This is an optimization exercise on Yosys and OpenROAD, whose aim is small area and a short achievable clock period, not a production implementation.
No run shown here included a check of the RTL's function; only the layout flow was run.

$ cat design/flow/run.sh
#!/bin/bash
# synth_recipe.tcl (not shown) runs the flow's synth.tcl, then flattens the netlist and writes it again
# the make line also repeats each setting of config.mk as NAME=value (left out here)
make -C /OpenROAD-flow-scripts/flow DESIGN_CONFIG=/design/flow/config.mk WORK_HOME=/design/flow/orfs CLKGATE_MAP_FILE= SYNTH_SCRIPT=/design/flow/synth_recipe.tcl finish
$ cat design/flow/config.mk
export PLATFORM = sky130hd
export DESIGN_NAME = ecc_bch_codec
export DESIGN_NICKNAME = ecc_bch_codec
export VERILOG_FILES = /design/flow/design.v
export SDC_FILE = /design/flow/constraint.sdc
export NUM_CORES = 4
export LEC_CHECK = 0
export CAP_MARGIN = 20
export CORE_MARGIN = 2
export CORE_UTILIZATION = 40
export SLEW_MARGIN = 20
$ cat design/flow/constraint.sdc
create_clock -name core_clock -period 34.0 [get_ports {clk}]
set_input_delay 6.8000 -clock core_clock [delete_from_list [all_inputs] [get_ports {clk}]]
set_output_delay 6.8000 -clock core_clock [all_outputs]
set_load 0.01 [all_outputs]
$ cat design/flow/design.v
module ecc_bch_codec (
    input  wire        clk,
    input  wire        rst,           
    input  wire        in_valid,
    input  wire [63:0] in_wdata,      
    input  wire [63:0] in_rdata,      
    input  wire [15:0] in_rcheck,     
    output reg         out_valid,
    output reg  [15:0] out_wcheck,    
    output reg  [63:0] out_data,      
    output reg         out_ce,        
    output reg         out_ue,        
    output reg  [1:0]  out_nbits      
);
    reg        v1;
    reg [63:0] wd1, rd1;
    reg [15:0] rc1;
    always @(posedge clk) begin
        v1  <= in_valid & ~rst;
        wd1 <= in_wdata;
        rd1 <= in_rdata;
        rc1 <= in_rcheck;
    end
    wire [15:0] wcheck;
    wire e_t0 = wd1[19] ^ wd1[21];
    wire e_t1 = wd1[6] ^ wd1[61];
    wire e_t2 = wd1[28] ^ wd1[42];
    wire e_t3 = wd1[4] ^ wd1[9];
    wire e_t4 = wd1[38] ^ wd1[63];
    wire e_t5 = wd1[12] ^ wd1[56];
    wire e_t6 = wd1[8] ^ wd1[52];
    wire e_t7 = wd1[27] ^ wd1[45];
    wire e_t8 = wd1[16] ^ wd1[34];
    wire e_t9 = wd1[0] ^ wd1[17];
    wire e_t10 = wd1[3] ^ wd1[25];
    wire e_t11 = wd1[26] ^ wd1[47];
    wire e_t12 = wd1[10] ^ wd1[48];
    wire e_t13 = wd1[2] ^ wd1[11];
    wire e_t14 = wd1[29] ^ wd1[43];
    wire e_t15 = wd1[24] ^ wd1[40];
    wire e_t16 = wd1[58] ^ e_t7;
    wire e_t17 = wd1[44] ^ e_t2;
    wire e_t18 = wd1[32] ^ wd1[36];
    wire e_t19 = wd1[7] ^ wd1[35];
    wire e_t20 = wd1[14] ^ wd1[50];
    wire e_t21 = wd1[1] ^ wd1[54];
    wire e_t22 = wd1[5] ^ wd1[60];
    wire e_t23 = wd1[51] ^ e_t0;
    wire e_t24 = e_t4 ^ e_t9;
    wire e_t25 = e_t5 ^ e_t6;
    wire e_t26 = e_t1 ^ e_t8;
    wire e_t27 = wd1[31] ^ e_t11;
    wire e_t28 = wd1[53] ^ e_t3;
    wire e_t29 = wd1[30] ^ wd1[46];
    wire e_t30 = wd1[13] ^ wd1[57];
    wire e_t31 = wd1[15] ^ wd1[41];
    wire e_t32 = wd1[20] ^ wd1[59];
    wire e_t33 = wd1[49] ^ e_t14;
    wire e_t34 = wd1[18] ^ e_t20;
    wire e_t35 = wd1[23] ^ e_t15;
    wire e_t36 = wd1[33] ^ e_t22;
    wire e_t37 = wd1[55] ^ e_t13;
    wire e_t38 = e_t17 ^ e_t29;
    wire e_t39 = e_t16 ^ e_t26;
    wire e_t40 = e_t10 ^ e_t27;
    wire e_t41 = wd1[22] ^ wd1[39];
    wire e_t42 = wd1[62] ^ e_t19;
    wire e_t43 = wd1[37] ^ e_t24;
    wire e_t44 = e_t21 ^ e_t35;
    wire e_t45 = e_t34 ^ e_t36;
    wire e_t46 = e_t18 ^ e_t23;
    wire e_t47 = e_t28 ^ e_t30;
    wire e_t48 = wd1[34] ^ wd1[45];
    wire e_t49 = e_t12 ^ e_t32;
    wire e_t50 = wd1[14] ^ e_t3;
    wire e_t51 = e_t25 ^ e_t33;
    wire e_t52 = e_t31 ^ e_t39;
    wire e_t53 = e_t41 ^ e_t44;
    wire e_t54 = e_t40 ^ e_t42;
    wire e_t55 = e_t37 ^ e_t38;
    wire e_t56 = wd1[16] ^ wd1[21];
    wire e_t57 = wd1[2] ^ wd1[56];
    wire e_t58 = wd1[15] ^ wd1[40];
    wire e_t59 = wd1[22] ^ wd1[50];
    wire e_t60 = wd1[10] ^ wd1[58];
    wire e_t61 = wd1[18] ^ wd1[26];
    wire e_t62 = wd1[25] ^ wd1[60];
    wire e_t63 = wd1[3] ^ wd1[7];
    wire e_t64 = wd1[20] ^ wd1[52];
    wire e_t65 = wd1[30] ^ wd1[36];
    wire e_t66 = wd1[8] ^ wd1[38];
    wire e_t67 = wd1[43] ^ wd1[54];
    wire e_t68 = wd1[12] ^ wd1[33];
    wire e_t69 = wd1[32] ^ wd1[59];
    wire e_t70 = wd1[0] ^ e_t0;
    wire e_t71 = wd1[4] ^ e_t56;
    wire e_t72 = e_t10 ^ e_t48;
    wire e_t73 = wd1[6] ^ e_t31;
    wire e_t74 = e_t4 ^ e_t18;
    wire e_t75 = e_t12 ^ e_t13;
    wire e_t76 = e_t21 ^ e_t62;
    wire e_t77 = wd1[63] ^ e_t5;
    wire e_t78 = wd1[11] ^ e_t6;
    wire e_t79 = e_t14 ^ e_t69;
    wire e_t80 = e_t71 ^ e_t74;
    wire e_t81 = e_t19 ^ e_t49;
    wire e_t82 = e_t24 ^ e_t79;
    wire e_t83 = wd1[28] ^ e_t25;
    wire e_t84 = wd1[17] ^ e_t17;
    wire e_t85 = wd1[57] ^ e_t23;
    wire e_t86 = e_t57 ^ e_t70;
    wire e_t87 = e_t50 ^ e_t72;
    wire e_t88 = e_t46 ^ e_t47;
    wire e_t89 = e_t45 ^ e_t51;
    wire e_t90 = e_t32 ^ e_t43;
    wire e_t91 = e_t38 ^ e_t66;
    wire e_t92 = e_t45 ^ e_t86;
    wire e_t93 = wd1[48] ^ e_t39;
    wire e_t94 = wd1[61] ^ e_t53;
    wire e_t95 = wd1[24] ^ e_t55;
    wire e_u0 = wd1[41] ^ wd1[42];
    wire e_u1 = wd1[49] ^ wd1[60];
    wire e_u2 = e_t5 ^ e_t60;
    wire e_u3 = e_t64 ^ e_u0;
    wire e_u4 = e_u1 ^ e_t37;
    wire e_u5 = e_u2 ^ e_u3;
    wire e_u6 = e_t44 ^ e_t80;
    wire e_u7 = e_u4 ^ e_u5;
    wire e_u8 = e_t54 ^ e_u6;
    wire e_u9 = e_u7 ^ e_u8;
    assign wcheck[0] = e_u9;
    wire e_u10 = wd1[29] ^ e_t61;
    wire e_u11 = e_t73 ^ e_t77;
    wire e_u12 = e_u10 ^ e_t46;
    wire e_u13 = e_t87 ^ e_u11;
    wire e_u14 = e_u12 ^ e_u13;
    wire e_u15 = e_t95 ^ e_u14;
    assign wcheck[1] = e_u15;
    wire e_u16 = wd1[39] ^ wd1[51];
    wire e_u17 = e_u16 ^ e_t25;
    wire e_u18 = e_t26 ^ e_t28;
    wire e_u19 = e_t34 ^ e_t40;
    wire e_u20 = e_t81 ^ e_t84;
    wire e_u21 = e_u17 ^ e_u18;
    wire e_u22 = e_u19 ^ e_u20;
    wire e_u23 = e_u21 ^ e_u22;
    assign wcheck[2] = e_u23;
    wire e_u24 = wd1[54] ^ e_t12;
    wire e_u25 = e_t22 ^ e_t58;
    wire e_u26 = e_t61 ^ e_t7;
    wire e_u27 = e_t9 ^ e_t33;
    wire e_u28 = e_t42 ^ e_t78;
    wire e_u29 = e_u24 ^ e_u25;
    wire e_u30 = e_u26 ^ e_u27;
    wire e_u31 = e_u28 ^ e_u29;
    wire e_u32 = e_t88 ^ e_u30;
    wire e_u33 = e_u31 ^ e_u32;
    assign wcheck[3] = e_u33;
    wire e_u34 = wd1[22] ^ wd1[27];
    wire e_u35 = wd1[32] ^ wd1[37];
    wire e_u36 = e_t1 ^ e_u34;
    wire e_u37 = e_u35 ^ e_t28;
    wire e_u38 = e_t35 ^ e_u36;
    wire e_u39 = e_u37 ^ e_u38;
    wire e_u40 = e_t54 ^ e_t91;
    wire e_u41 = e_t92 ^ e_u39;
    wire e_u42 = e_u40 ^ e_u41;
    assign wcheck[4] = e_u42;
    wire e_u43 = wd1[35] ^ wd1[9];
    wire e_u44 = e_t2 ^ e_t41;
    wire e_u45 = e_t58 ^ e_u43;
    wire e_u46 = e_t36 ^ e_t37;
    wire e_u47 = e_u44 ^ e_u45;
    wire e_u48 = e_t51 ^ e_t85;
    wire e_u49 = e_u46 ^ e_u47;
    wire e_u50 = e_t93 ^ e_u48;
    wire e_u51 = e_u49 ^ e_u50;
    assign wcheck[5] = e_u51;
    wire e_u52 = wd1[21] ^ wd1[34];
    wire e_u53 = e_t1 ^ e_t59;
    wire e_u54 = e_u52 ^ e_t27;
    wire e_u55 = e_t76 ^ e_u53;
    wire e_u56 = e_t47 ^ e_t82;
    wire e_u57 = e_u54 ^ e_u55;
    wire e_u58 = e_u56 ^ e_u57;
    wire e_u59 = e_t95 ^ e_u58;
    assign wcheck[6] = e_u59;
    wire e_u60 = wd1[36] ^ wd1[46];
    wire e_u61 = wd1[49] ^ wd1[50];
    wire e_u62 = e_t0 ^ e_t15;
    wire e_u63 = e_t2 ^ e_t8;
    wire e_u64 = e_u60 ^ e_u61;
    wire e_u65 = e_t73 ^ e_t78;
    wire e_u66 = e_u62 ^ e_u63;
    wire e_u67 = e_u64 ^ e_t47;
    wire e_u68 = e_u65 ^ e_u66;
    wire e_u69 = e_t90 ^ e_u67;
    wire e_u70 = e_u68 ^ e_u69;
    assign wcheck[7] = e_u70;
    wire e_u71 = wd1[47] ^ e_t0;
    wire e_u72 = e_t30 ^ e_t68;
    wire e_u73 = e_t76 ^ e_u71;
    wire e_u74 = e_u72 ^ e_t81;
    wire e_u75 = e_u73 ^ e_t52;
    wire e_u76 = e_t91 ^ e_u74;
    wire e_u77 = e_u75 ^ e_u76;
    assign wcheck[8] = e_u77;
    wire e_u78 = wd1[13] ^ wd1[41];
    wire e_u79 = wd1[46] ^ e_t12;
    wire e_u80 = e_u78 ^ e_u79;
    wire e_u81 = e_t82 ^ e_t83;
    wire e_u82 = e_t87 ^ e_u80;
    wire e_u83 = e_u81 ^ e_u82;
    wire e_u84 = e_t94 ^ e_u83;
    assign wcheck[9] = e_u84;
    wire e_u85 = wd1[31] ^ e_t59;
    wire e_u86 = e_t63 ^ e_t67;
    wire e_u87 = e_u85 ^ e_u86;
    wire e_u88 = e_t46 ^ e_t83;
    wire e_u89 = e_u87 ^ e_t90;
    wire e_u90 = e_t93 ^ e_u88;
    wire e_u91 = e_u89 ^ e_u90;
    assign wcheck[10] = e_u91;
    wire e_u92 = wd1[19] ^ wd1[42];
    wire e_u93 = wd1[5] ^ e_t15;
    wire e_u94 = e_t20 ^ e_t65;
    wire e_u95 = e_t67 ^ e_u92;
    wire e_u96 = e_t75 ^ e_t77;
    wire e_u97 = e_u93 ^ e_u94;
    wire e_u98 = e_u95 ^ e_t40;
    wire e_u99 = e_u96 ^ e_u97;
    wire e_u100 = e_t52 ^ e_u98;
    wire e_u101 = e_u99 ^ e_u100;
    assign wcheck[11] = e_u101;
    wire e_u102 = wd1[29] ^ wd1[47];
    wire e_u103 = wd1[53] ^ wd1[9];
    wire e_u104 = e_t4 ^ e_t48;
    wire e_u105 = e_t6 ^ e_t60;
    wire e_u106 = e_t65 ^ e_u102;
    wire e_u107 = e_u103 ^ e_u104;
    wire e_u108 = e_u105 ^ e_u106;
    wire e_u109 = e_u107 ^ e_u108;
    wire e_u110 = e_t92 ^ e_u109;
    wire e_u111 = e_t94 ^ e_u110;
    assign wcheck[12] = e_u111;
    wire e_u112 = wd1[13] ^ wd1[7];
    wire e_u113 = e_t11 ^ e_u112;
    wire e_u114 = e_t16 ^ e_u113;
    wire e_u115 = e_t80 ^ e_t84;
    wire e_u116 = e_u114 ^ e_t89;
    wire e_u117 = e_u115 ^ e_u116;
    assign wcheck[13] = e_u117;
    wire e_u118 = e_t49 ^ e_t43;
    wire e_u119 = e_t52 ^ e_t53;
    wire e_u120 = e_t54 ^ e_t55;
    wire e_u121 = e_t88 ^ e_t89;
    wire e_u122 = e_u118 ^ e_u119;
    wire e_u123 = e_u120 ^ e_u121;
    wire e_u124 = e_u122 ^ e_u123;
    assign wcheck[14] = e_u124;
    wire e_u125 = wd1[1] ^ wd1[62];
    wire e_u126 = e_t1 ^ e_t63;
    wire e_u127 = e_t64 ^ e_t68;
    wire e_u128 = e_u125 ^ e_t16;
    wire e_u129 = e_t33 ^ e_t50;
    wire e_u130 = e_t75 ^ e_u126;
    wire e_u131 = e_u127 ^ e_t43;
    wire e_u132 = e_t85 ^ e_u128;
    wire e_u133 = e_u129 ^ e_u130;
    wire e_u134 = e_u131 ^ e_u132;
    wire e_u135 = e_u133 ^ e_u134;
    assign wcheck[15] = e_u135;
    wire [6:0] s1, s3;
    wire       par;
    wire s_t0 = rd1[44] ^ rd1[61];
    wire s_t1 = rd1[10] ^ rd1[58];
    wire s_t2 = rd1[11] ^ rd1[62];
    wire s_t3 = rd1[24] ^ rd1[36];
    wire s_t4 = rd1[19] ^ rd1[47];
    wire s_t5 = rd1[9] ^ rd1[43];
    wire s_t6 = rd1[16] ^ rd1[23];
    wire s_t7 = rd1[46] ^ rd1[60];
    wire s_t8 = rd1[37] ^ rd1[38];
    wire s_t9 = rd1[5] ^ rd1[57];
    wire s_t10 = rd1[13] ^ rd1[42];
    wire s_t11 = rd1[45] ^ rd1[59];
    wire s_t12 = rd1[41] ^ s_t0;
    wire s_t13 = rd1[25] ^ rc1[8];
    wire s_t14 = rd1[7] ^ rd1[55];
    wire s_t15 = rd1[3] ^ rc1[9];
    wire s_t16 = rd1[35] ^ rd1[53];
    wire s_t17 = rd1[6] ^ rd1[54];
    wire s_t18 = rd1[12] ^ rd1[26];
    wire s_t19 = rd1[17] ^ s_t3;
    wire s_t20 = s_t2 ^ s_t11;
    wire s_t21 = s_t1 ^ s_t12;
    wire s_t22 = rd1[15] ^ rd1[22];
    wire s_t23 = rd1[4] ^ rc1[14];
    wire s_t24 = rd1[34] ^ rd1[52];
    wire s_t25 = rd1[2] ^ rd1[18];
    wire s_t26 = rd1[14] ^ rd1[63];
    wire s_t27 = rd1[39] ^ rc1[13];
    wire s_t28 = s_t7 ^ s_t9;
    wire s_t29 = rd1[32] ^ s_t10;
    wire s_t30 = s_t4 ^ s_t15;
    wire s_t31 = rd1[56] ^ s_t8;
    wire s_t32 = s_t6 ^ s_t16;
    wire s_t33 = rd1[31] ^ s_t21;
    wire s_t34 = rd1[28] ^ rd1[33];
    wire s_t35 = rc1[7] ^ rc1[10];
    wire s_t36 = rd1[8] ^ rd1[27];
    wire s_t37 = rd1[21] ^ s_t13;
    wire s_t38 = rd1[0] ^ s_t17;
    wire s_t39 = rd1[20] ^ s_t35;
    wire s_t40 = rd1[48] ^ s_t5;
    wire s_t41 = s_t18 ^ s_t22;
    wire s_t42 = rd1[1] ^ s_t14;
    wire s_t43 = s_t19 ^ s_t26;
    wire s_t44 = rd1[40] ^ s_t28;
    wire s_t45 = rc1[6] ^ s_t23;
    wire s_t46 = rc1[12] ^ s_t34;
    wire s_t47 = rd1[50] ^ s_t24;
    wire s_t48 = rd1[29] ^ s_t27;
    wire s_t49 = s_t20 ^ s_t29;
    wire s_t50 = s_t25 ^ s_t32;
    wire s_t51 = rd1[49] ^ s_t39;
    wire s_t52 = rd1[51] ^ s_t31;
    wire s_t53 = rc1[11] ^ s_t37;
    wire s_t54 = s_t30 ^ s_t40;
    wire s_t55 = rd1[30] ^ s_t44;
    wire s_t56 = s_t36 ^ s_t45;
    wire s_t57 = rc1[5] ^ s_t38;
    wire s_t58 = rc1[4] ^ s_t47;
    wire s_t59 = s_t41 ^ s_t46;
    wire s_t60 = s_t42 ^ s_t52;
    wire s_t61 = s_t48 ^ s_t54;
    wire s_t62 = s_t43 ^ s_t53;
    wire s_t63 = rc1[3] ^ s_t51;
    wire s_t64 = s_t33 ^ s_t60;
    wire s_t65 = rd1[4] ^ rd1[14];
    wire s_t66 = rd1[37] ^ rc1[7];
    wire s_t67 = rd1[41] ^ rc1[0];
    wire s_t68 = rd1[25] ^ rd1[34];
    wire s_t69 = rd1[11] ^ rc1[5];
    wire s_t70 = rd1[9] ^ rd1[23];
    wire s_t71 = rd1[40] ^ rd1[60];
    wire s_t72 = rd1[15] ^ rc1[14];
    wire s_t73 = rd1[10] ^ rc1[2];
    wire s_t74 = rd1[47] ^ rd1[62];
    wire s_t75 = rd1[29] ^ s_t17;
    wire s_t76 = rd1[1] ^ s_t13;
    wire s_t77 = rd1[39] ^ s_t9;
    wire s_t78 = rd1[33] ^ s_t65;
    wire s_t79 = s_t0 ^ s_t8;
    wire s_t80 = rc1[1] ^ s_t7;
    wire s_t81 = rc1[12] ^ s_t1;
    wire s_t82 = s_t14 ^ s_t68;
    wire s_t83 = s_t25 ^ s_t72;
    wire s_t84 = rd1[19] ^ s_t23;
    wire s_t85 = rd1[0] ^ s_t66;
    wire s_t86 = s_t6 ^ s_t24;
    wire s_t87 = rd1[61] ^ s_t67;
    wire s_t88 = s_t19 ^ s_t20;
    wire s_t89 = rd1[36] ^ s_t38;
    wire s_t90 = s_t42 ^ s_t85;
    wire s_t91 = s_t31 ^ s_t75;
    wire s_t92 = s_t10 ^ s_t56;
    wire s_t93 = s_t50 ^ s_t59;
    wire s_t94 = s_t36 ^ s_t49;
    wire s_t95 = rc1[13] ^ s_t50;
    wire s_t96 = s_t58 ^ s_t81;
    wire s_t97 = rd1[5] ^ s_t88;
    wire s_t98 = s_t62 ^ s_t63;
    wire s_t99 = s_t57 ^ s_t97;
    wire s_t100 = s_t49 ^ s_t61;
    wire s_t101 = rd1[8] ^ s_t33;
    wire s_t102 = s_t5 ^ s_t55;
    wire s_t103 = rd1[3] ^ s_t64;
    wire s_u0 = rc1[11] ^ rd1[28];
    wire s_u1 = s_u0 ^ s_t32;
    wire s_u2 = s_t40 ^ s_t87;
    wire s_u3 = s_t43 ^ s_t90;
    wire s_u4 = s_u1 ^ s_u2;
    wire s_u5 = s_t55 ^ s_t94;
    wire s_u6 = s_u3 ^ s_u4;
    wire s_u7 = s_u5 ^ s_u6;
    assign s1[0] = s_u7;
    wire s_u8 = rd1[12] ^ rd1[42];
    wire s_u9 = rd1[49] ^ s_t5;
    wire s_u10 = s_t74 ^ s_u8;
    wire s_u11 = s_t46 ^ s_t76;
    wire s_u12 = s_t80 ^ s_t83;
    wire s_u13 = s_u10 ^ s_u9;
    wire s_u14 = s_t43 ^ s_t91;
    wire s_u15 = s_u11 ^ s_u12;
    wire s_u16 = s_u13 ^ s_u14;
    wire s_u17 = s_u15 ^ s_t101;
    wire s_u18 = s_u16 ^ s_u17;
    assign s1[1] = s_u18;
    wire s_u19 = rd1[16] ^ rd1[26];
    wire s_u20 = rd1[30] ^ rd1[50];
    wire s_u21 = rd1[57] ^ rd1[63];
    wire s_u22 = s_t73 ^ s_u19;
    wire s_u23 = s_u20 ^ s_u21;
    wire s_u24 = s_t79 ^ s_t82;
    wire s_u25 = s_t83 ^ s_u22;
    wire s_u26 = s_u23 ^ s_u24;
    wire s_u27 = s_u25 ^ s_u26;
    wire s_u28 = s_t100 ^ s_u27;
    assign s1[2] = s_u28;
    wire s_u29 = rc1[11] ^ rd1[53];
    wire s_u30 = rd1[59] ^ s_t18;
    wire s_u31 = s_t3 ^ s_t34;
    wire s_u32 = s_t70 ^ s_u29;
    wire s_u33 = s_t29 ^ s_t77;
    wire s_u34 = s_t84 ^ s_u30;
    wire s_u35 = s_u31 ^ s_u32;
    wire s_u36 = s_u33 ^ s_u34;
    wire s_u37 = s_u35 ^ s_t63;
    wire s_u38 = s_u36 ^ s_u37;
    wire s_u39 = s_t103 ^ s_u38;
    assign s1[3] = s_u39;
    wire s_u40 = rd1[20] ^ rd1[24];
    wire s_u41 = rd1[2] ^ rd1[43];
    wire s_u42 = s_t71 ^ s_u40;
    wire s_u43 = s_u41 ^ s_t77;
    wire s_u44 = s_t78 ^ s_u42;
    wire s_u45 = s_t53 ^ s_t91;
    wire s_u46 = s_u43 ^ s_u44;
    wire s_u47 = s_t94 ^ s_t96;
    wire s_u48 = s_u45 ^ s_u46;
    wire s_u49 = s_u47 ^ s_u48;
    assign s1[4] = s_u49;
    wire s_u50 = rd1[21] ^ rd1[38];
    wire s_u51 = rd1[51] ^ rd1[58];
    wire s_u52 = rd1[59] ^ rd1[6];
    wire s_u53 = s_t15 ^ s_t16;
    wire s_u54 = s_t26 ^ s_t27;
    wire s_u55 = s_t69 ^ s_u50;
    wire s_u56 = s_u51 ^ s_u52;
    wire s_u57 = s_t12 ^ s_t82;
    wire s_u58 = s_u53 ^ s_u54;
    wire s_u59 = s_u55 ^ s_u56;
    wire s_u60 = s_t59 ^ s_u57;
    wire s_u61 = s_u58 ^ s_u59;
    wire s_u62 = s_u60 ^ s_u61;
    wire s_u63 = s_t102 ^ s_u62;
    assign s1[5] = s_u63;
    wire s_u64 = rc1[10] ^ rd1[35];
    wire s_u65 = rd1[56] ^ rd1[7];
    wire s_u66 = s_t11 ^ s_t71;
    wire s_u67 = s_t74 ^ s_u64;
    wire s_u68 = s_u65 ^ s_t41;
    wire s_u69 = s_t48 ^ s_t86;
    wire s_u70 = s_u66 ^ s_u67;
    wire s_u71 = s_t89 ^ s_u68;
    wire s_u72 = s_u69 ^ s_u70;
    wire s_u73 = s_t33 ^ s_t92;
    wire s_u74 = s_u71 ^ s_u72;
    wire s_u75 = s_u73 ^ s_u74;
    assign s1[6] = s_u75;
    wire s_u76 = rd1[22] ^ rd1[26];
    wire s_u77 = rd1[32] ^ rd1[42];
    wire s_u78 = rd1[52] ^ rd1[53];
    wire s_u79 = rd1[58] ^ s_u76;
    wire s_u80 = s_u77 ^ s_u78;
    wire s_u81 = s_t78 ^ s_t87;
    wire s_u82 = s_u79 ^ s_u80;
    wire s_u83 = s_t51 ^ s_t54;
    wire s_u84 = s_u81 ^ s_u82;
    wire s_u85 = s_u83 ^ s_u84;
    wire s_u86 = s_t99 ^ s_u85;
    assign s3[0] = s_u86;
    wire s_u87 = rc1[4] ^ rc1[8];
    wire s_u88 = rd1[12] ^ rd1[20];
    wire s_u89 = rd1[63] ^ s_t27;
    wire s_u90 = s_t4 ^ s_u87;
    wire s_u91 = s_u88 ^ s_t32;
    wire s_u92 = s_u89 ^ s_u90;
    wire s_u93 = s_u91 ^ s_u92;
    wire s_u94 = s_u93 ^ s_t99;
    wire s_u95 = s_t103 ^ s_u94;
    assign s3[1] = s_u95;
    wire s_u96 = rd1[13] ^ rd1[27];
    wire s_u97 = rd1[28] ^ rd1[2];
    wire s_u98 = rd1[38] ^ rd1[54];
    wire s_u99 = s_t18 ^ s_t2;
    wire s_u100 = s_u96 ^ s_u97;
    wire s_u101 = s_u98 ^ s_t28;
    wire s_u102 = s_t86 ^ s_u100;
    wire s_u103 = s_u99 ^ s_u101;
    wire s_u104 = s_u102 ^ s_t61;
    wire s_u105 = s_u103 ^ s_t98;
    wire s_u106 = s_u104 ^ s_u105;
    assign s3[2] = s_u106;
    wire s_u107 = rc1[6] ^ rd1[18];
    wire s_u108 = rd1[27] ^ rd1[32];
    wire s_u109 = rd1[45] ^ s_t69;
    wire s_u110 = s_t70 ^ s_u107;
    wire s_u111 = s_u108 ^ s_t30;
    wire s_u112 = s_t41 ^ s_t47;
    wire s_u113 = s_t80 ^ s_u109;
    wire s_u114 = s_u110 ^ s_t21;
    wire s_u115 = s_t90 ^ s_u111;
    wire s_u116 = s_u112 ^ s_u113;
    wire s_u117 = s_t62 ^ s_u114;
    wire s_u118 = s_u115 ^ s_u116;
    wire s_u119 = s_u117 ^ s_u118;
    assign s3[3] = s_u119;
    wire s_u120 = rc1[4] ^ rd1[48];
    wire s_u121 = rd1[51] ^ rd1[52];
    wire s_u122 = s_u120 ^ s_u121;
    wire s_u123 = s_t29 ^ s_t30;
    wire s_u124 = s_t37 ^ s_t45;
    wire s_u125 = s_u122 ^ s_t44;
    wire s_u126 = s_u123 ^ s_u124;
    wire s_u127 = s_t95 ^ s_u125;
    wire s_u128 = s_u126 ^ s_t101;
    wire s_u129 = s_u127 ^ s_u128;
    assign s3[4] = s_u129;
    wire s_u130 = rc1[3] ^ rc1[7];
    wire s_u131 = rd1[55] ^ s_t2;
    wire s_u132 = s_t22 ^ s_u130;
    wire s_u133 = s_t79 ^ s_t84;
    wire s_u134 = s_u131 ^ s_u132;
    wire s_u135 = s_t89 ^ s_u133;
    wire s_u136 = s_u134 ^ s_t95;
    wire s_u137 = s_t96 ^ s_u135;
    wire s_u138 = s_t102 ^ s_u136;
    wire s_u139 = s_u137 ^ s_u138;
    assign s3[5] = s_u139;
    wire s_u140 = rc1[9] ^ rd1[24];
    wire s_u141 = rd1[46] ^ rd1[48];
    wire s_u142 = rd1[61] ^ s_t4;
    wire s_u143 = s_t73 ^ s_u140;
    wire s_u144 = s_u141 ^ s_t20;
    wire s_u145 = s_t39 ^ s_t76;
    wire s_u146 = s_u142 ^ s_u143;
    wire s_u147 = s_t52 ^ s_u144;
    wire s_u148 = s_u145 ^ s_u146;
    wire s_u149 = s_t92 ^ s_t93;
    wire s_u150 = s_u147 ^ s_u148;
    wire s_u151 = s_u149 ^ s_u150;
    assign s3[6] = s_u151;
    wire s_u152 = rc1[0] ^ rc1[15];
    wire s_u153 = rc1[1] ^ rc1[2];
    wire s_u154 = s_u152 ^ s_u153;
    wire s_u155 = s_u154 ^ s_t56;
    wire s_u156 = s_t57 ^ s_t58;
    wire s_u157 = s_t55 ^ s_t93;
    wire s_u158 = s_u155 ^ s_u156;
    wire s_u159 = s_t100 ^ s_t64;
    wire s_u160 = s_t98 ^ s_u157;
    wire s_u161 = s_u158 ^ s_u159;
    wire s_u162 = s_u160 ^ s_u161;
    assign par = s_u162;
    reg [6:0] t;
    always @(*) begin
        case (s1)
            7'd0: t = 7'd0;
            7'd1: t = 7'd1;
            7'd2: t = 7'd17;
            7'd3: t = 7'd24;
            7'd4: t = 7'd19;
            7'd5: t = 7'd82;
            7'd6: t = 7'd3;
            7'd7: t = 7'd122;
            7'd8: t = 7'd49;
            7'd9: t = 7'd56;
            7'd10: t = 7'd40;
            7'd11: t = 7'd33;
            7'd12: t = 7'd51;
            7'd13: t = 7'd4;
            7'd14: t = 7'd45;
            7'd15: t = 7'd71;
            7'd16: t = 7'd23;
            7'd17: t = 7'd36;
            7'd18: t = 7'd7;
            7'd19: t = 7'd88;
            7'd20: t = 7'd5;
            7'd21: t = 7'd44;
            7'd22: t = 7'd21;
            7'd23: t = 7'd96;
            7'd24: t = 7'd53;
            7'd25: t = 7'd30;
            7'd26: t = 7'd68;
            7'd27: t = 7'd100;
            7'd28: t = 7'd80;
            7'd29: t = 7'd46;
            7'd30: t = 7'd127;
            7'd31: t = 7'd103;
            7'd32: t = 7'd117;
            7'd33: t = 7'd18;
            7'd34: t = 7'd64;
            7'd35: t = 7'd115;
            7'd36: t = 7'd119;
            7'd37: t = 7'd38;
            7'd38: t = 7'd11;
            7'd39: t = 7'd47;
            7'd40: t = 7'd85;
            7'd41: t = 7'd124;
            7'd42: t = 7'd65;
            7'd43: t = 7'd2;
            7'd44: t = 7'd87;
            7'd45: t = 7'd58;
            7'd46: t = 7'd12;
            7'd47: t = 7'd110;
            7'd48: t = 7'd83;
            7'd49: t = 7'd93;
            7'd50: t = 7'd101;
            7'd51: t = 7'd86;
            7'd52: t = 7'd76;
            7'd53: t = 7'd62;
            7'd54: t = 7'd72;
            7'd55: t = 7'd66;
            7'd56: t = 7'd10;
            7'd57: t = 7'd90;
            7'd58: t = 7'd99;
            7'd59: t = 7'd79;
            7'd60: t = 7'd120;
            7'd61: t = 7'd81;
            7'd62: t = 7'd123;
            7'd63: t = 7'd31;
            7'd64: t = 7'd91;
            7'd65: t = 7'd26;
            7'd66: t = 7'd32;
            7'd67: t = 7'd28;
            7'd68: t = 7'd8;
            7'd69: t = 7'd73;
            7'd70: t = 7'd61;
            7'd71: t = 7'd111;
            7'd72: t = 7'd121;
            7'd73: t = 7'd22;
            7'd74: t = 7'd98;
            7'd75: t = 7'd14;
            7'd76: t = 7'd50;
            7'd77: t = 7'd109;
            7'd78: t = 7'd114;
            7'd79: t = 7'd54;
            7'd80: t = 7'd95;
            7'd81: t = 7'd16;
            7'd82: t = 7'd75;
            7'd83: t = 7'd70;
            7'd84: t = 7'd25;
            7'd85: t = 7'd39;
            7'd86: t = 7'd34;
            7'd87: t = 7'd106;
            7'd88: t = 7'd125;
            7'd89: t = 7'd92;
            7'd90: t = 7'd37;
            7'd91: t = 7'd113;
            7'd92: t = 7'd69;
            7'd93: t = 7'd29;
            7'd94: t = 7'd107;
            7'd95: t = 7'd52;
            7'd96: t = 7'd57;
            7'd97: t = 7'd112;
            7'd98: t = 7'd94;
            7'd99: t = 7'd43;
            7'd100: t = 7'd89;
            7'd101: t = 7'd105;
            7'd102: t = 7'd108;
            7'd103: t = 7'd78;
            7'd104: t = 7'd77;
            7'd105: t = 7'd55;
            7'd106: t = 7'd97;
            7'd107: t = 7'd59;
            7'd108: t = 7'd9;
            7'd109: t = 7'd20;
            7'd110: t = 7'd42;
            7'd111: t = 7'd102;
            7'd112: t = 7'd35;
            7'd113: t = 7'd67;
            7'd114: t = 7'd41;
            7'd115: t = 7'd6;
            7'd116: t = 7'd63;
            7'd117: t = 7'd74;
            7'd118: t = 7'd126;
            7'd119: t = 7'd84;
            7'd120: t = 7'd15;
            7'd121: t = 7'd118;
            7'd122: t = 7'd27;
            7'd123: t = 7'd104;
            7'd124: t = 7'd60;
            7'd125: t = 7'd48;
            7'd126: t = 7'd116;
            7'd127: t = 7'd13;
            default: t = 7'd0;
        endcase
    end
    wire [6:0] q;
    assign q[0] = (s3[0] & t[0]) ^ (s3[1] & t[6]) ^ (s3[2] & t[5]) ^ (s3[3] & t[4]) ^ (s3[4] & t[3]) ^ (s3[5] & t[2]) ^ (s3[5] & t[6]) ^ (s3[6] & t[1]) ^ (s3[6] & t[5]);
    assign q[1] = (s3[0] & t[1]) ^ (s3[1] & t[0]) ^ (s3[2] & t[6]) ^ (s3[3] & t[5]) ^ (s3[4] & t[4]) ^ (s3[5] & t[3]) ^ (s3[6] & t[2]) ^ (s3[6] & t[6]);
    assign q[2] = (s3[0] & t[2]) ^ (s3[1] & t[1]) ^ (s3[2] & t[0]) ^ (s3[3] & t[6]) ^ (s3[4] & t[5]) ^ (s3[5] & t[4]) ^ (s3[6] & t[3]);
    assign q[3] = (s3[0] & t[3]) ^ (s3[1] & t[2]) ^ (s3[1] & t[6]) ^ (s3[2] & t[1]) ^ (s3[2] & t[5]) ^ (s3[3] & t[0]) ^ (s3[3] & t[4]) ^ (s3[4] & t[3]) ^ (s3[4] & t[6]) ^ (s3[5] & t[2]) ^ (s3[5] & t[5]) ^ (s3[5] & t[6]) ^ (s3[6] & t[1]) ^ (s3[6] & t[4]) ^ (s3[6] & t[5]);
    assign q[4] = (s3[0] & t[4]) ^ (s3[1] & t[3]) ^ (s3[2] & t[2]) ^ (s3[2] & t[6]) ^ (s3[3] & t[1]) ^ (s3[3] & t[5]) ^ (s3[4] & t[0]) ^ (s3[4] & t[4]) ^ (s3[5] & t[3]) ^ (s3[5] & t[6]) ^ (s3[6] & t[2]) ^ (s3[6] & t[5]) ^ (s3[6] & t[6]);
    assign q[5] = (s3[0] & t[5]) ^ (s3[1] & t[4]) ^ (s3[2] & t[3]) ^ (s3[3] & t[2]) ^ (s3[3] & t[6]) ^ (s3[4] & t[1]) ^ (s3[4] & t[5]) ^ (s3[5] & t[0]) ^ (s3[5] & t[4]) ^ (s3[6] & t[3]) ^ (s3[6] & t[6]);
    assign q[6] = (s3[0] & t[6]) ^ (s3[1] & t[5]) ^ (s3[2] & t[4]) ^ (s3[3] & t[3]) ^ (s3[4] & t[2]) ^ (s3[4] & t[6]) ^ (s3[5] & t[1]) ^ (s3[5] & t[5]) ^ (s3[6] & t[0]) ^ (s3[6] & t[4]);
    wire [6:1] y;
    assign y[1] = q[2] ^ q[3] ^ q[4] ^ q[6];
    assign y[2] = q[3] ^ q[4] ^ q[6];
    assign y[3] = q[5] ^ q[6];
    assign y[4] = q[1] ^ q[2] ^ q[4];
    assign y[5] = q[3] ^ q[5] ^ q[6];
    assign y[6] = q[3] ^ q[6];
    wire [6:0] x1, x2;
    assign x1[0] = (s1[1] & y[6]) ^ (s1[2] & y[5]) ^ (s1[3] & y[4]) ^ (s1[4] & y[3]) ^ (s1[5] & y[2]) ^ (s1[5] & y[6]) ^ (s1[6] & y[1]) ^ (s1[6] & y[5]);
    assign x1[1] = (s1[0] & y[1]) ^ (s1[2] & y[6]) ^ (s1[3] & y[5]) ^ (s1[4] & y[4]) ^ (s1[5] & y[3]) ^ (s1[6] & y[2]) ^ (s1[6] & y[6]);
    assign x1[2] = (s1[0] & y[2]) ^ (s1[1] & y[1]) ^ (s1[3] & y[6]) ^ (s1[4] & y[5]) ^ (s1[5] & y[4]) ^ (s1[6] & y[3]);
    assign x1[3] = (s1[0] & y[3]) ^ (s1[1] & y[2]) ^ (s1[1] & y[6]) ^ (s1[2] & y[1]) ^ (s1[2] & y[5]) ^ (s1[3] & y[4]) ^ (s1[4] & y[3]) ^ (s1[4] & y[6]) ^ (s1[5] & y[2]) ^ (s1[5] & y[5]) ^ (s1[5] & y[6]) ^ (s1[6] & y[1]) ^ (s1[6] & y[4]) ^ (s1[6] & y[5]);
    assign x1[4] = (s1[0] & y[4]) ^ (s1[1] & y[3]) ^ (s1[2] & y[2]) ^ (s1[2] & y[6]) ^ (s1[3] & y[1]) ^ (s1[3] & y[5]) ^ (s1[4] & y[4]) ^ (s1[5] & y[3]) ^ (s1[5] & y[6]) ^ (s1[6] & y[2]) ^ (s1[6] & y[5]) ^ (s1[6] & y[6]);
    assign x1[5] = (s1[0] & y[5]) ^ (s1[1] & y[4]) ^ (s1[2] & y[3]) ^ (s1[3] & y[2]) ^ (s1[3] & y[6]) ^ (s1[4] & y[1]) ^ (s1[4] & y[5]) ^ (s1[5] & y[4]) ^ (s1[6] & y[3]) ^ (s1[6] & y[6]);
    assign x1[6] = (s1[0] & y[6]) ^ (s1[1] & y[5]) ^ (s1[2] & y[4]) ^ (s1[3] & y[3]) ^ (s1[4] & y[2]) ^ (s1[4] & y[6]) ^ (s1[5] & y[1]) ^ (s1[5] & y[5]) ^ (s1[6] & y[4]);
    assign x2 = x1 ^ s1;
    wire syn_zero = ~|{s1, s3};
    wire single   = (q == 7'd1);
    wire en       = ~par | single;
    wire d_ue     = par & ~single & ~syn_zero;
    wire nb0      = par & (single | syn_zero);
    wire nb1      = ~par & ~syn_zero;
    wire [63:0] flip;
    assign flip[0] = en & ((x1 == 7'd65) | (x2 == 7'd65));
    assign flip[1] = en & ((x1 == 7'd11) | (x2 == 7'd11));
    assign flip[2] = en & ((x1 == 7'd22) | (x2 == 7'd22));
    assign flip[3] = en & ((x1 == 7'd44) | (x2 == 7'd44));
    assign flip[4] = en & ((x1 == 7'd88) | (x2 == 7'd88));
    assign flip[5] = en & ((x1 == 7'd57) | (x2 == 7'd57));
    assign flip[6] = en & ((x1 == 7'd114) | (x2 == 7'd114));
    assign flip[7] = en & ((x1 == 7'd109) | (x2 == 7'd109));
    assign flip[8] = en & ((x1 == 7'd83) | (x2 == 7'd83));
    assign flip[9] = en & ((x1 == 7'd47) | (x2 == 7'd47));
    assign flip[10] = en & ((x1 == 7'd94) | (x2 == 7'd94));
    assign flip[11] = en & ((x1 == 7'd53) | (x2 == 7'd53));
    assign flip[12] = en & ((x1 == 7'd106) | (x2 == 7'd106));
    assign flip[13] = en & ((x1 == 7'd93) | (x2 == 7'd93));
    assign flip[14] = en & ((x1 == 7'd51) | (x2 == 7'd51));
    assign flip[15] = en & ((x1 == 7'd102) | (x2 == 7'd102));
    assign flip[16] = en & ((x1 == 7'd69) | (x2 == 7'd69));
    assign flip[17] = en & ((x1 == 7'd3) | (x2 == 7'd3));
    assign flip[18] = en & ((x1 == 7'd6) | (x2 == 7'd6));
    assign flip[19] = en & ((x1 == 7'd12) | (x2 == 7'd12));
    assign flip[20] = en & ((x1 == 7'd24) | (x2 == 7'd24));
    assign flip[21] = en & ((x1 == 7'd48) | (x2 == 7'd48));
    assign flip[22] = en & ((x1 == 7'd96) | (x2 == 7'd96));
    assign flip[23] = en & ((x1 == 7'd73) | (x2 == 7'd73));
    assign flip[24] = en & ((x1 == 7'd27) | (x2 == 7'd27));
    assign flip[25] = en & ((x1 == 7'd54) | (x2 == 7'd54));
    assign flip[26] = en & ((x1 == 7'd108) | (x2 == 7'd108));
    assign flip[27] = en & ((x1 == 7'd81) | (x2 == 7'd81));
    assign flip[28] = en & ((x1 == 7'd43) | (x2 == 7'd43));
    assign flip[29] = en & ((x1 == 7'd86) | (x2 == 7'd86));
    assign flip[30] = en & ((x1 == 7'd37) | (x2 == 7'd37));
    assign flip[31] = en & ((x1 == 7'd74) | (x2 == 7'd74));
    assign flip[32] = en & ((x1 == 7'd29) | (x2 == 7'd29));
    assign flip[33] = en & ((x1 == 7'd58) | (x2 == 7'd58));
    assign flip[34] = en & ((x1 == 7'd116) | (x2 == 7'd116));
    assign flip[35] = en & ((x1 == 7'd97) | (x2 == 7'd97));
    assign flip[36] = en & ((x1 == 7'd75) | (x2 == 7'd75));
    assign flip[37] = en & ((x1 == 7'd31) | (x2 == 7'd31));
    assign flip[38] = en & ((x1 == 7'd62) | (x2 == 7'd62));
    assign flip[39] = en & ((x1 == 7'd124) | (x2 == 7'd124));
    assign flip[40] = en & ((x1 == 7'd113) | (x2 == 7'd113));
    assign flip[41] = en & ((x1 == 7'd107) | (x2 == 7'd107));
    assign flip[42] = en & ((x1 == 7'd95) | (x2 == 7'd95));
    assign flip[43] = en & ((x1 == 7'd55) | (x2 == 7'd55));
    assign flip[44] = en & ((x1 == 7'd110) | (x2 == 7'd110));
    assign flip[45] = en & ((x1 == 7'd85) | (x2 == 7'd85));
    assign flip[46] = en & ((x1 == 7'd35) | (x2 == 7'd35));
    assign flip[47] = en & ((x1 == 7'd70) | (x2 == 7'd70));
    assign flip[48] = en & ((x1 == 7'd5) | (x2 == 7'd5));
    assign flip[49] = en & ((x1 == 7'd10) | (x2 == 7'd10));
    assign flip[50] = en & ((x1 == 7'd20) | (x2 == 7'd20));
    assign flip[51] = en & ((x1 == 7'd40) | (x2 == 7'd40));
    assign flip[52] = en & ((x1 == 7'd80) | (x2 == 7'd80));
    assign flip[53] = en & ((x1 == 7'd41) | (x2 == 7'd41));
    assign flip[54] = en & ((x1 == 7'd82) | (x2 == 7'd82));
    assign flip[55] = en & ((x1 == 7'd45) | (x2 == 7'd45));
    assign flip[56] = en & ((x1 == 7'd90) | (x2 == 7'd90));
    assign flip[57] = en & ((x1 == 7'd61) | (x2 == 7'd61));
    assign flip[58] = en & ((x1 == 7'd122) | (x2 == 7'd122));
    assign flip[59] = en & ((x1 == 7'd125) | (x2 == 7'd125));
    assign flip[60] = en & ((x1 == 7'd115) | (x2 == 7'd115));
    assign flip[61] = en & ((x1 == 7'd111) | (x2 == 7'd111));
    assign flip[62] = en & ((x1 == 7'd87) | (x2 == 7'd87));
    assign flip[63] = en & ((x1 == 7'd39) | (x2 == 7'd39));
    always @(posedge clk) begin
        out_valid  <= v1 & ~rst;
        out_wcheck <= wcheck;
        out_data   <= rd1 ^ flip;
        out_ce     <= nb0 | nb1;
        out_ue     <= d_ue;
        out_nbits  <= {nb1, nb0};
    end
endmodule
==> results of run 1 <==
## worst max path at each step
stage / start / endpoint / cells after the start
floorplan: rd1[9] / out_data[48] / 34
global placement: rd1[14] / out_data[2] / 28
detailed placement: rd1[14] / out_data[2] / 28
CTS: rd1[14] / out_data[2] / 28
global route: rd1[14] / out_data[2] / 29
finish: rd1[14] / out_data[25] / 28
## cell usage after synthesis, drive strengths merged, types with 4 or more instances
cell type / instances
a211oi: 9
a21oi: 27
a2bb2oi: 7
a311oi: 6
a31oi: 8
a32oi: 5
and2: 10
buf: 47
clkbuf: 31
dfxtp: 230
ha: 9
inv: 17
mux2: 8
mux2i: 30
nand2: 96
nand2b: 6
nand3: 36
nand4: 8
nor2: 67
nor3: 31
nor4: 6
o2111ai: 6
o211ai: 16
o21a: 4
o21ai: 22
o221ai: 8
o22ai: 34
o2bb2ai: 4
o31ai: 8
o32ai: 26
or2: 7
or3: 15
or4: 7
xnor2: 401
xnor3: 64
xor2: 149
xor3: 8
## metrics by stage
stage | utilization [%] | cell area (um2)
2_1_floorplan | - | 15270
3_3_place_gp | 47.65 | 17950
3_5_place_dp | 47.65 | 17950
4_1_cts | 49.72 | 18730
5_1_grt | 49.74 | 18730
6_report | 49.74 | 18730
## critical path, delay by kind of cell (launching register included)
kind / cells / cell delay (ps)
adder cells (fa/ha/maj): 2 / 860
buffers and inverters: 4 / 1150
XOR/XNOR: 13 / 5150
AO/OA/AOI/OAI: 6 / 2110
flip-flops: 1 / 520
AND/OR/NAND/NOR: 3 / 710
## final cells by class
class                   instances  area [um2]  area share, %
well taps                     511       639.4          3.413
clock buffers                  36       705.7          3.767
clock inverters                 5       73.82         0.3940
inverters                      17       63.81         0.3406
multi-input cells            1194       10240          54.64
repair buffers                244        2410          12.86
flip-flops and latches        230        4604          24.58
## registers in the layout, indices dropped and copies added (netlist names)
| signal | flops |
|---|---|
| out_ce | 1 |
| out_data | 64 |
| out_nbits | 2 |
| out_ue | 1 |
| out_valid | 1 |
| out_wcheck | 16 |
| rc1 | 16 |
| rd1 | 64 |
| v1 | 1 |
| wd1 | 64 |
## cells by family after synthesis
logic type / Yosys count / synth area share [%]
buffers and inverters: 95 / 2.974
adders and majority gates: 9 / 0.7374
DFF: 230 / 30.15
and+or+nand+nor: 304 / 9.521
AOI/OAI and AO/OA: 221 / 10.95
xor gates and xnor gates: 622 / 43.11
muxes: 38 / 2.556
## per-layer routing
layer  wire, um  part of all wire, %  GRT usage [%]
met1      23860                   45          37.82
met4       1222                  2.3          6.283
met3       4620                  8.7          4.709
met2      23450                   44          41.39
met5          9                0.017              0
==> impl_results.md, run 1 <==
- Outcome: finished clean
- Reg clk slew, reported paths: ~70 ps
- Count of different cell masters after synthesis: slightly above 80
- GRT overflow: 0
- Gates resized, CTS repair: 0
- Initial antenna violation count: 1
- CTS Buffer Depth: 3
- Clk Latency, worst-skew pair: around 540 ps
- Fmax: between 0.09 and 0.1 GHz
- Worst slack, placed: roughly 24,000 ps
- Sequential share of the synthesized area: a little under a third
- Relative slew slack: between 20% and 30%
- Largest net degree at the start of global routing: 52
- Top Ports: approximately 230
- Total DRC errors in the routed layout: 0
- Most frequent cells in the layout: xnor2_1 (387), clkdlybuf4s50_1 (231), dfxtp_1 (230)
- Final nets: ~1,900
- Die X-Extent: between 150 and 200 um
- Min-Delay Endpoint: out_valid
- Synth Cell Area: between 15,000 and 20,000 um2
- Starting Density: approximately two fifths
- Cts bufs inserted: 24
- Initial DRC Count: 1,233
- Async S/R FF share, synth: 0%
- Vias in the first global route: ~12,000
- Clock Skews: about 14 ps
- Fin crit share: between 30% and 40%
- Post-synth top flop: dfxtp_1
- Htree depth: 1
- WP data required: between 30,000 and 40,000 ps
- Max Cap Violations: 0
- Hold depth: 1
- Area grow syn2layout: 22.68%
- R2R Setup Slk: about 23,000 ps
- Yosys reg bits: 230
- Final min period: 10,700 ps
- Warning count from the yosys run: 1
- Largest cells by area after synthesis: dfxtp_1 (30%), xnor2_1 (22%), xnor3_1 (9.0%)
- Vias: between 10,000 and 15,000
- CP Launch Type: flop
- WL final: 53,170 um
- Clock Root Buffer: clkbuf_16
- Antenna cells: 0
- Detailed placement HPWL: approximately 42,000 um
- Commonest non-fill, non-tap cell in the layout: xnor2_1
- CTS tree: built
- Worst-Margin Slew: ~1100 ps
- Row count: 71
- RSZ-0062 raised after global routing: false
- Syn_area_per_cell: around 10 um2
- Worst Reg2Reg Path Length in Cells: 28
- GRT Total Usage: approximately a quarter
- Final WS setup: approximately 23,000 ps
- Worst r2r dst: out_data[25]
- Endpoints failing setup: 0
- Share of cells above drive strength 1: about 5.4%
- Highest-delay cell along the critical path: o311ai_1
- Post-CTS Hold Buffers: 0
- Layout fillers: 3,586
- Setup crit end kind: flop
- Fin. Hold Viols: 0
- Gpl congestion: around 0.99
- Hold_ws: 454.1 ps
- Non-Filler Instances: ~2,200
- Syn_nets: roughly 1,700
- Clock Sinks: 230
- CP Max Fanout: 26
- Critical path type: reg -> reg
- Share of the synthesized area in the top cell type: a little under a third
- Buffers on Ports: between 200 and 250
- Largest stage delay, worst path: around 720 ps
- Pre-antenna DRT Iters: 6
- First-pass GRT wire length: 77,960 um
- HP Start: v1
- Setup TNS: 0 ps
- Core ar.: between 30,000 and 40,000 um2
- Placed Instances: roughly 2,200
- CP Data Arrival Time: approximately 11,000 ps
- Post-CTS Setup Repair Bufs: 0
- Final ANT Viol Nets: 0
- Post-Syn Instances: roughly 1,500
- Post-synth top area cell: dfxtp_1
- Die Footprint: about 40,000 um2
- Post-DR wirelength/cell: around 24 um
- Worst reg2reg startpoint: rd1[14]
- Min-delay worst type: reg -> reg
- Die Y: about 200 um
- EDFF count, synth: 0
- Final slew viol count: 0
- Vias per inst: between 5 and 6
==> run 2, diff against run 1 <==
==> design/flow/flow/run.sh (new file) <==
#!/bin/bash
# Own layout flow: the standard ORFS flow (standard.sh, unchanged synthesis),
# with a setup-slack target for OpenROAD's timing repair and a small buffer cell
# for the port buffers. Everything else is as the standard flow's layout.
set -euo pipefail
MARGIN=$(cat flow/margin.txt)
bash standard.sh \
  "SETUP_SLACK_MARGIN=${MARGIN}" \
  "BUFFER_PORTS_ARGS=-buffer_cell sky130_fd_sc_hd__buf_1" \
  finish > orfs_make.log 2>&1
==> design/flow/flow/margin.txt (new file) <==
26.5
==> design/flow/standard.sh (new file) <==
#!/bin/bash
# synth_recipe.tcl (not shown) runs the flow's synth.tcl, then flattens the netlist and writes it again
# the make line also repeats each setting of config.mk as NAME=value (left out here)
make -C /OpenROAD-flow-scripts/flow DESIGN_CONFIG=/design/flow/config.mk WORK_HOME=/design/flow/orfs CLKGATE_MAP_FILE= SYNTH_SCRIPT=/design/flow/synth_recipe.tcl "${@:-finish}"
removed: design/flow/run.sh
==> run 2 against run 1 <==
Still clean on timing, DRC and antenna. Global-route usage rose by 0.63 points. Critical path depth is 27 lower. First-iteration DRC count increased by 25%. Non-clock buffer count grew 140.
==> impl_results.md, run 2 <==
- Worst-Margin Slew: ~1300 ps
- Clk Latency, worst-skew pair: 550 ps
- Post-DR wirelength/cell: 24.07 um
- Most frequent cells in the layout: xnor2_1 (362), buf_1 (146), dfxtp_1 (141)
- Htree depth: 1
- Mux contribution to synthesized area: 2.556%
- Vias in the first global route: 12,470
- CTS tree: built
- Gpl congestion: 0.9834
- Endpoints failing setup: 0
- Compound-Gate Fraction of Synth Area: a little over a tenth
- Setup crit end kind: output port
- Top Usage Layer GRT: met2
- Share of cells above drive strength 1: around 35%
- XOR/XNOR share of the synthesized area: approximately 43%
- Reg clk slew, reported paths: 60 ps
- Adder-Cell Fraction of Synth Area: less than 1%
- CP Buf/Inv Count: 1
- Clock Sinks: between 200 and 250
- Final ANT Viol Nets: 0
- Min-delay worst type: reg -> reg
- Sequential share of the synthesized area: between 30% and 40%
- EDFF count, synth: 0
- Vias per inst: about 5.6
- Detailed placement HPWL: between 40,000 and 50,000 um
- Largest net degree at the start of global routing: 52
- Total DRC errors in the routed layout: 0
- Synth Area in Simple Gates: 9.521%
- Top Ports: about 230
- Worst r2r dst: out_data[30]
- GRT Total Usage: ~27%
- Syn_nets: 1,675
- Post-synth top area cell: dfxtp_1
- Relative slew slack: approximately a tenth
- Global Route met2 Usage: around 43%
- Syn_area_per_cell: about 10 um2
- RSZ-0062 raised after global routing: true
- Largest cells by area after synthesis: dfxtp_1 (30%), xnor2_1 (22%), xnor3_1 (9.0%)
- Post-CTS Hold Buffers: 0
- Final Core Density: 57.30%
- Die Footprint: about 40,000 um2
- Starting Density: about two fifths
- Post-synth top flop: dfxtp_1
- HP Start: v1
- Footprint of the multi-input gates: 12,400 um2
- Met1 Usage GRT: between 30 and 40%
- Pre-antenna DRT Iters: 6
- Largest stage delay, worst path: around 390 ps
- Final min period: a little under 8000 ps
- CP delay by family, top: flip-flops
- GRT overflow: 0
- CP Data Arrival Time: 1060 ps
- CP Cell Sequence: buf_6
- WL final: approximately 57,000 um
- Die Y: 199.4 um
- Largest registers: out_data: 64 flops, rd1: 64 flops, wd1: 64 flops
- Max Cap Violations: 0
- Setup TNS: 0 ps
- Post-Syn Instances: between 1,500 and 2,000
- Clock Root Buffer: clkbuf_16
- Yosys reg bits: 230
- Non-Filler Instances: 2,382
- Final nets: about 2,000
- R2R Setup Slk: 26,230 ps
- Cts bufs inserted: 25
- WP data required: 27,200 ps
- Fmax: roughly 0.13 GHz
- Synth Cell Area: 15,270 um2
- Row count: between 70 and 80
- Worst reg2reg startpoint: rd1[43]
- Hold depth: 1
- Die X-Extent: around 200 um
- Clock Skews: roughly 16 ps
- Buffers on Ports: about 230
- Share of the synthesized area in the top cell type: 30.15%
- Initial DRC Count: 1,545
- Fin. Hold Viols: 0
- CTS Buffer Depth: 3
- Vias: about 13,000
- Commonest cells in the synthesized netlist: xnor2_1 (389), dfxtp_1 (230), xor2_1 (148), nand2_1 (96), nor2_1 (66)
- Warning count from the yosys run: 1
- Seq. cell area: roughly 4700 um2
- Fin crit share: between 20% and 30%
- Placed Instances: about 2,200
- Commonest non-fill, non-tap cell in the layout: xnor2_1
- Critical path type: reg -> out
- Largest family of logic cells by synthesized area: XOR/XNOR gates
- Outcome: finished clean
- CP Max Fanout: 1
- Count of different cell masters after synthesis: 83
- Min-Delay Endpoint: out_valid
- Antenna cells: 0
- Highest-delay cell along the critical path: dfxtp_4
- Met3 Resource Use GR: 4.017%
- Layout fillers: between 3,000 and 4,000
- Hold_ws: 445.5 ps
- First-pass GRT wire length: between 70,000 and 80,000 um
- Most frequent cell after synthesis: xnor2_1
- Worst Reg2Reg Path Length in Cells: 28
- Initial antenna violation count: 0
- Core ar.: between 30,000 and 40,000 um2
- Final slew viol count: 0
- Area grow syn2layout: 41.34%
- CP Launch Type: flop
- Async S/R FF share, synth: 0%
-- run 2: area by class of cell --
| class | instances | area share, % |
|---|---|---|
| flip-flops and latches | 230 | 22.00 |
| repair buffers | 384 | 13.10 |
| inverters | 17 | 0.4464 |
| clock inverters | 9 | 0.5681 |
| well taps | 511 | 2.962 |
| clock buffers | 36 | 3.461 |
| multi-input cells | 1195 | 57.47 |
-- run 2: how the worst max path moves through the flow --
stage	start	endpoint	slack [ps]	cells past startpoint
floorplan	rd1[9]	out_data[30]	26500	34
global placement	rd1[6]	out_data[25]	23540	28
detailed placement	rd1[6]	out_data[25]	23570	28
CTS	out_data[1]	out_data[1]	26120	1
global route	rd1[43]	out_data[30]	26060	28
finish	out_data[1]	out_data[1]	26140	1
-- run 2: worst register-to-register path: cells and delay by family, from the launching register on --
| family | cells | cell delay, ps |
|---|---|---|
| xor+xnor | 13 | 3820 |
| simple gates | 4 | 1130 |
| compound gates | 4 | 1060 |
| buf+inv | 4 | 600 |
| mux | 2 | 460 |
| flops | 1 | 410 |
| fa+ha+maj | 1 | 230 |
-- run 2: kinds of logic (layout without fill, tap and decap cells) --
family,Yosys count,after routing
XOR/XNOR,622,622
AND/OR/NAND/NOR,304,304
flip-flops,230,230
AO/OA/AOI/OAI,221,222
buffers and inverters,95,446
multiplexers,38,38
adder cells (fa/ha/maj),9,9
-- run 2: per-layer routing --
layer	vias up	share of wire [%]
li1	5908	-
met1	6430	42
met2	788	45
met3	138	9.0
met4	0	3.8
met5	-	0
-- run 2: per-stage QoR --
stage          worst slack, ps  instance area (um2)
6_report                 26140                21580
5_1_grt                  26060                21580
4_1_cts                  26120                19660
3_5_place_dp             23570                16650
3_3_place_gp             23540                16650
2_1_floorplan            26500                15410
-- run 2: repair_timing --
action	4_1_cts	5_1_grt
setup endpoints to repair	152	149
pin swaps	64	88
cloned	4	1
gates resized for setup	365	253
buffers inserted	76	56
endpoints found under the hold margin	0	0
==> run 3, diff against run 2 <==
==> design/flow/flow/margin.txt (replaced) <==
25.5
==> run 3 against run 2 <==
Synthesized cell count stayed put. Clock skew grew 24 ps. Core utilization is 8.8 points lower. Via count is 6.6% lower. Global-route usage is 1.4 points lower. Flip-flop and latch count is the same. Critical path type is now reg -> reg. First-iteration DRC count down 19%. Critical path depth up 26. Worst hold slack better by 8.0 ps.
==> impl_results.md, run 3 <==
- Endpoints failing setup: 0
- Min-delay worst type: reg -> reg
- Row count: 71
- Total DRC errors in the routed layout: 0
- Layout fillers: ~3,600
- Highest metal used: met4
- Initial antenna violation count: 0
- Footprint of the multi-input gates: between 10,000 and 15,000 um2
- WL final: ~52,000 um
- Cts bufs inserted: 26
- Warning count from the yosys run: 1
- CTS Buffer Depth: 3
- Largest registers: out_data: 64 flops, rd1: 64 flops, wd1: 64 flops
- Final slew viol count: 0
- Relative slew slack: about 29%
- Area grow syn2layout: 19.61%
- Most frequent cells in the layout: xnor2_1 (376), buf_1 (231), dfxtp_1 (215)
- Buffers on Ports: 231
- Post-CTS Hold Buffers: 0
- WP data required: around 34,000 ps
- Initial DRC Count: between 1,000 and 1,500
- GRT overflow: 0
- Clock Sinks: between 200 and 250
- Worst Reg2Reg Path Length in Cells: 27
- Htree depth: 1
- Vias: ~12,000
- Largest cells by area after synthesis: dfxtp_1 (30%), xnor2_1 (22%), xnor3_1 (9.0%)
- Commonest non-fill, non-tap cell in the layout: xnor2_1
- Vias in the first global route: around 12,000
- Fmax: roughly 0.12 GHz
- Die Footprint: about 40,000 um2
- Pre-antenna DRT Iters: 5
- Worst reg2reg startpoint: rd1[23]
- Met3 routed WL: between 4000 and 5000 um
- Reg clk slew, reported paths: 60 ps
- Post-synth top flop: dfxtp_1
- Die X-Extent: 199.4 um
- Share of the synthesized area in the top cell type: between 30% and 40%
- Top Ports: around 230
- Syn_nets: ~1,700
- Syn_area_per_cell: roughly 10 um2
- CP Max Fanout: 34
- CTS tree: built
- Met1 Wirelength: 23,200 um
- Final min period: between 8000 and 9000 ps
- Detailed placement HPWL: 40,390 um
- Die Y: 199.4 um
- Hold depth: 1
- Worst-Margin Slew: about 1100 ps
- Largest net degree at the start of global routing: 52
- Final Core Density: 48.49%
- Clock Skews: ~40 ps
- Max Cap Violations: 0
- Setup crit end kind: flop
- Min-Delay Endpoint: out_valid
- Gpl congestion: 1.013
- Post-synth top area cell: dfxtp_1
- CP Data Arrival Time: ~9000 ps
- Post-DR wirelength/cell: between 20 and 25 um
- Worst r2r dst: out_data[9]
- Seq. cell area: roughly 4600 um2
- Share of cells above drive strength 1: approximately 12%
- HP Start: v1
- Met2 WL post-DR: between 20,000 and 25,000 um
- Critical path type: reg -> reg
- EDFF count, synth: 0
- First-pass GRT wire length: roughly 76,000 um
- Setup TNS: 0 ps
- R2R Setup Slk: 25,620 ps
- Most frequent cell after synthesis: xnor2_1
- Clock Root Buffer: clkbuf_16
- Vias per inst: between 5 and 6
- Antenna cells: 0
- Hold_ws: 453.5 ps
- Post-Syn Instances: roughly 1,500
- Commonest cells in the synthesized netlist: xnor2_1 (389), dfxtp_1 (230), xor2_1 (148), nand2_1 (96), nor2_1 (66)
- Clk Latency, worst-skew pair: between 500 and 600 ps
- RSZ-0062 raised after global routing: false
- Outcome: finished clean
- Sequential share of the synthesized area: 30.15%
- Async S/R FF share, synth: 0%
- Yosys reg bits: 230
- Fin. Hold Viols: 0
- Crit path from: rd1[23]
- Starting Density: roughly two fifths
- Count of different cell masters after synthesis: 83
- Fin crit share: 24.64%
- Final nets: about 1,900
- Synth Cell Area: ~15,000 um2
- Final ANT Viol Nets: 0
- Core ar.: around 38,000 um2
- GRT Total Usage: between 20% and 30%
- CP Launch Type: flop
## run 3: kinds of logic after synthesis
logic type,share of synthesized area [%]
adder cells (fa/ha/maj),0.7374
AND/OR/NAND/NOR,9.521
multiplexers,2.556
buffers and inverters,2.974
flip-flops,30.15
XOR/XNOR,43.11
AO/OA/AOI/OAI,10.95
## run 3: cell type report
type,count,area share (%)
Sequential cell,230,25.31
Tap cell,511,3.500
Inverter,17,0.3699
Clock inverter,16,1.185
Clock buffer,32,3.795
Multi-Input combinational cell,1194,58.94
Timing Repair Buffer,277,6.898
## run 3: metrics by stage
| step | cell area [um2] | std cells | setup WS [ps] |
|---|---|---|---|
| 2_1_floorplan | 15270 | 1519 | 25720 |
| 3_3_place_gp | 16530 | 2198 | 23710 |
| 3_5_place_dp | 16530 | 2198 | 23680 |
| 4_1_cts | 17860 | 2261 | 25510 |
| 5_1_grt | 18270 | 2277 | 25470 |
| 6_report | 18270 | 2277 | 25620 |
## run 3: timing repair
item / CTS / global route
resized for setup: 56 / 61
endpoints found under the setup margin: 64 / 64
pin swaps: 6 / 9
hold endpoints to repair: 0 / 0
setup buffers: 15 / 16
## run 3: critical path: stages (launching register included)
cell and delay, ps:
dfxtp_1 420, xnor2_1 560, xnor3_1 490, xnor3_2 440, xnor2_4 310, inv_1 130
buf_6 220, ha_2 260, and2_1 170, o32ai_1 300, o2111ai_1 140, a311o_2 470
buf_4 160, a21o_1 140, nand3_1 90, xor2_1 190, xnor3_2 630, xnor2_4 310
xnor2_4 190, o22ai_1 130, a31oi_1 250, xor2_2 290, xnor3_2 530, xnor2_1 140
buf_4 200, or3_1 550, o32ai_1 240, xor2_1 290
## run 3: worst max-delay path by stage
stage	end	cells after the start
4_1_cts	out_data[30]	28
2_1_floorplan	out_data[48]	34
6_report	out_data[9]	27
3_5_place_dp	out_data[49]	29
3_3_place_gp	out_data[49]	28
5_1_grt	out_data[9]	26
## run 3: routing by layer
layer,vias to the layer above,global-route usage [%]
met4,0,7.325
met3,104,2.886
li1,5688,-
met2,660,40.92
met5,-,0
met1,5936,36.76

## what the ideal ports hide
No port has a modelled driver above. Below, the same layouts with a new extraction and two added sets of constraints. Step 1 sets driving cells, clkbuf_16 on the clock port and buf_2 on the other inputs (assumed; they add their load-dependent delay and slew). Step 2 times the ports against the registers' clock, not the clock port: input delays grow and output delays shrink by t, the midpoint of the rising clock arrivals with the driver on. a / b / c = ideal / step 1 / step 2; a / b = the first two.
run | shift t [ns] | setup WS [ns] | hold WS [ns] | worst register clock-pin slew, ns | cell pins on the clock port's net
run 1 | 0.588 | 23.296 / 23.296 / 23.296 | 0.454 / 0.454 / 0.454 | 0.07 / 0.07 | 1
run 2 | 0.598 | 26.138 / 26.084 / 26.227 | 0.446 / 0.446 / 0.446 | 0.07 / 0.07 | 1
run 3 | 0.597 | 25.621 / 25.621 / 25.621 | 0.454 / 0.454 / 0.454 | 0.06 / 0.06 | 1
After both steps every run listed still meets setup and hold.
